Source: an optimization exercise on an open RTL-to-GDS flow (aim: small area, a short achievable clock period and few clock cycles per item). Production flows keep margins and buffers that such runs may drop. Only simulation tests tie the RTL to the original design; equivalence was not proved. Power figures rest on the tool's default switching activity, not on a simulated workload.

Design ce_mac, start of the top module:
module ce_mac (
    input  wire        clk,
    input  wire        rst,         
    input  wire        in_valid,
    output wire        in_ready,
    input  wire [1:0]  in_op,
    input  wire [31:0] in_mant,     
    input  wire [5:0]  in_shift,    
    input  wire [31:0] in_x,        
    input  wire [4:0]  in_osh,      
    output reg         out_valid,
    output reg  [31:0] out_y,
    output reg         out_sat
);
    assign in_ready = 1'b1;
    reg        v0;
    reg        mv0, ld0;     
    reg [1:0]  op0;
    reg [31:0] mant0;
    reg [15:0] bone, btwo, bneg;    
    reg [5:0]  sh0;
    reg [4:0]  osh0;
    wire [33:0] bx = {in_x, 1'b0};
    wire [15:0] e_one, e_two, e_neg;
    genvar gi;
    generate
        for (gi = 0; gi < 16; gi = gi + 1) begin : g_benc
            wire b0 = bx[2*gi], b1 = bx[2*gi+1], b2 = bx[2*gi+2];
            assign e_one[gi] = b1 ^ b0;
            assign e_two[gi] = (b2 & ~b1 & ~b0) | (~b2 & b1 & b0);
  ...
Size: roughly 46,000 µm² of cells after synthesis.
clock: 25.0 ns
lec_check: 0
abc_area: 1
cap_margin: 0
core_margin: 2
core_utilization: 70
cts_cluster_diameter: 120
cts_cluster_size: 22
slew_margin: 0
synth_hierarchical: 1
standard.sh (not shown) runs the stock make flow with config.mk's settings and CLKGATE_MAP_FILE= SYNTH_SCRIPT=/design/flow/synth_recipe.tcl, a recipe that flattens the netlist after the stock synthesis.
==> flow/flow/run.sh <==
#!/bin/bash
set -euo pipefail
MARGIN=$(cat flow/margin.txt)
bash standard.sh synth > log_synth.txt 2>&1
bash standard.sh SETUP_SLACK_MARGIN=$MARGIN MATCH_CELL_FOOTPRINT=0 \
  "BUFFER_PORTS_ARGS=-buffer_cell sky130_fd_sc_hd__buf_4" finish > log_layout.txt 2>&1
==> flow/flow/margin.txt <==
19.0
Testbench counts at the start, summed over its fixed seeds: cycles 24,081, items 24,049.
Next try:
==> flow/flow/margin.txt (replaced) <==
19.2
Settings changed: CAP_MARGIN 0 to 20, CORE_UTILIZATION 70 to 50, SLEW_MARGIN 0 to 20.
Result:
- The changed run ran to the end with no violations
- total power increases by 0.40%
- design area increases by about 1.5%
- setup slack is worse by 65 ps
- count of clock-buffer cells in the layout increases by 4
- wire length increases by 1.9%
- first-iteration DRC count decreases by 33%
- area after synthesis is unchanged
- non-clock buffer count decreases by 1
- register-to-register slack is better by 280 ps
- global-route usage decreases by 12 points
- sequential power barely changes
Next try:
Settings changed: CAP_MARGIN 20 to 0, CORE_UTILIZATION 50 to 65, SLEW_MARGIN 20 to 0.
The changed run produced a clean layout.
Final area drops by 1.0%.
Count of clock-buffer cells in the layout goes down by 4.
Routed wire length is about the same.
First-iteration DRC count rose by 32%.
Worst setup slack is better by 85 ps.
Core utilization climbs by 15 points.
Sequential share of layout area increases by 0.19 points.
Next try:
Settings changed: CAP_MARGIN 0 to 20, CTS_CLUSTER_DIAMETER 120 to default, CTS_CLUSTER_SIZE 22 to default, SLEW_MARGIN 0 to 20.
Effect:
- The new run completed without violations
- clock power went up by well over a third
- count of clock-buffer cells in the layout went up by 42
- wire length went up slightly
- core utilization went up by 1.4 points
- cell area went up by a few percent


JK:
ce_mac again, from the RTL that the note above started with.
==> flow/config.mk <==
export PLATFORM = sky130hd
export DESIGN_NAME = ce_mac
export DESIGN_NICKNAME = ce_mac
export VERILOG_FILES = /design/flow/design.v
export SDC_FILE = /design/flow/constraint.sdc
export NUM_CORES = 4
export LEC_CHECK = 0
export ABC_AREA = 1
export CAP_MARGIN = 20
export CORE_MARGIN = 2
export CORE_UTILIZATION = 50
export SLEW_MARGIN = 20
export SYNTH_HIERARCHICAL = 1
==> flow/constraint.sdc <==
create_clock -name core_clock -period 25.0 [get_ports {clk}]
set_input_delay 5.0000 -clock core_clock [delete_from_list [all_inputs] [get_ports {clk}]]
set_output_delay 5.0000 -clock core_clock [all_outputs]
set_load 0.01 [all_outputs]
==> flow/flow/margin.txt <==
19.2
Scripts as last shown in full above: flow/flow/run.sh
Testbench counts of JK, summed over its fixed seeds: cycles 24,081, items 24,049.
--- input diff JK..MS ---
- CTS_CLUSTER_DIAMETER: unset -> 120
- CAP_MARGIN: 20 -> 0
- CTS_CLUSTER_SIZE: unset -> 22
- CORE_UTILIZATION: 50 -> 65
- SLEW_MARGIN: 20 -> 0
==> flow/flow/margin.txt <==
19.0
- In the metrics for JK and MS, the one carrying the lower wire length of the first global-routing pass is MS.
- Of JK and MS, JK shows the lower combinational cell fraction of total power, with MS above it.
- Internal power summed over all cells is lower on MS
- MS ended up with out_y[31] as its end of the critical path; JK ended up with out_sat.

## static timing again, ports no longer ideal
The results above use ideal ports. As a check the final layouts listed here were re-extracted and re-timed, cells and wires unchanged.
Step 1: set_driving_cell puts a clkbuf_16 on clk and a buf_2 on each other input, an assumption about the parent block.
Step 2 adds t to the input delays and takes it off the output delays; t is the mean of the earliest and latest rising clock arrival at the registers after step 1. Input paths then give back, and output paths get back, about the clock's delay inside the block.
Three values: ideal ports, drivers, drivers and shift; two values: the first two.
run | t (ns) | setup WS [ns] | latest minus earliest clock arrival (ns) | worst register clock-pin slew, ns
the first run of note 1 | 0.661 | 18.932 / 18.867 / 19.192 | 0.025 / 0.024 | 0.10 / 0.10
the second run of note 1 | 0.722 | 18.868 / 18.796 / 19.362 | 0.031 / 0.031 | 0.10 / 0.10
the third run of note 1 | 0.673 | 18.952 / 18.885 / 19.312 | 0.030 / 0.031 | 0.09 / 0.09
the fourth run of note 1 | 0.703 | 18.926 / 18.853 / 19.331 | 0.022 / 0.022 | 0.07 / 0.07
JK | 0.721 | 18.876 / 18.806 / 19.349 | 0.026 / 0.026 | 0.07 / 0.07
MS | 0.671 | 18.956 / 18.888 / 19.183 | 0.026 / 0.025 | 0.10 / 0.10
After both steps setup and hold are still met in every run listed.
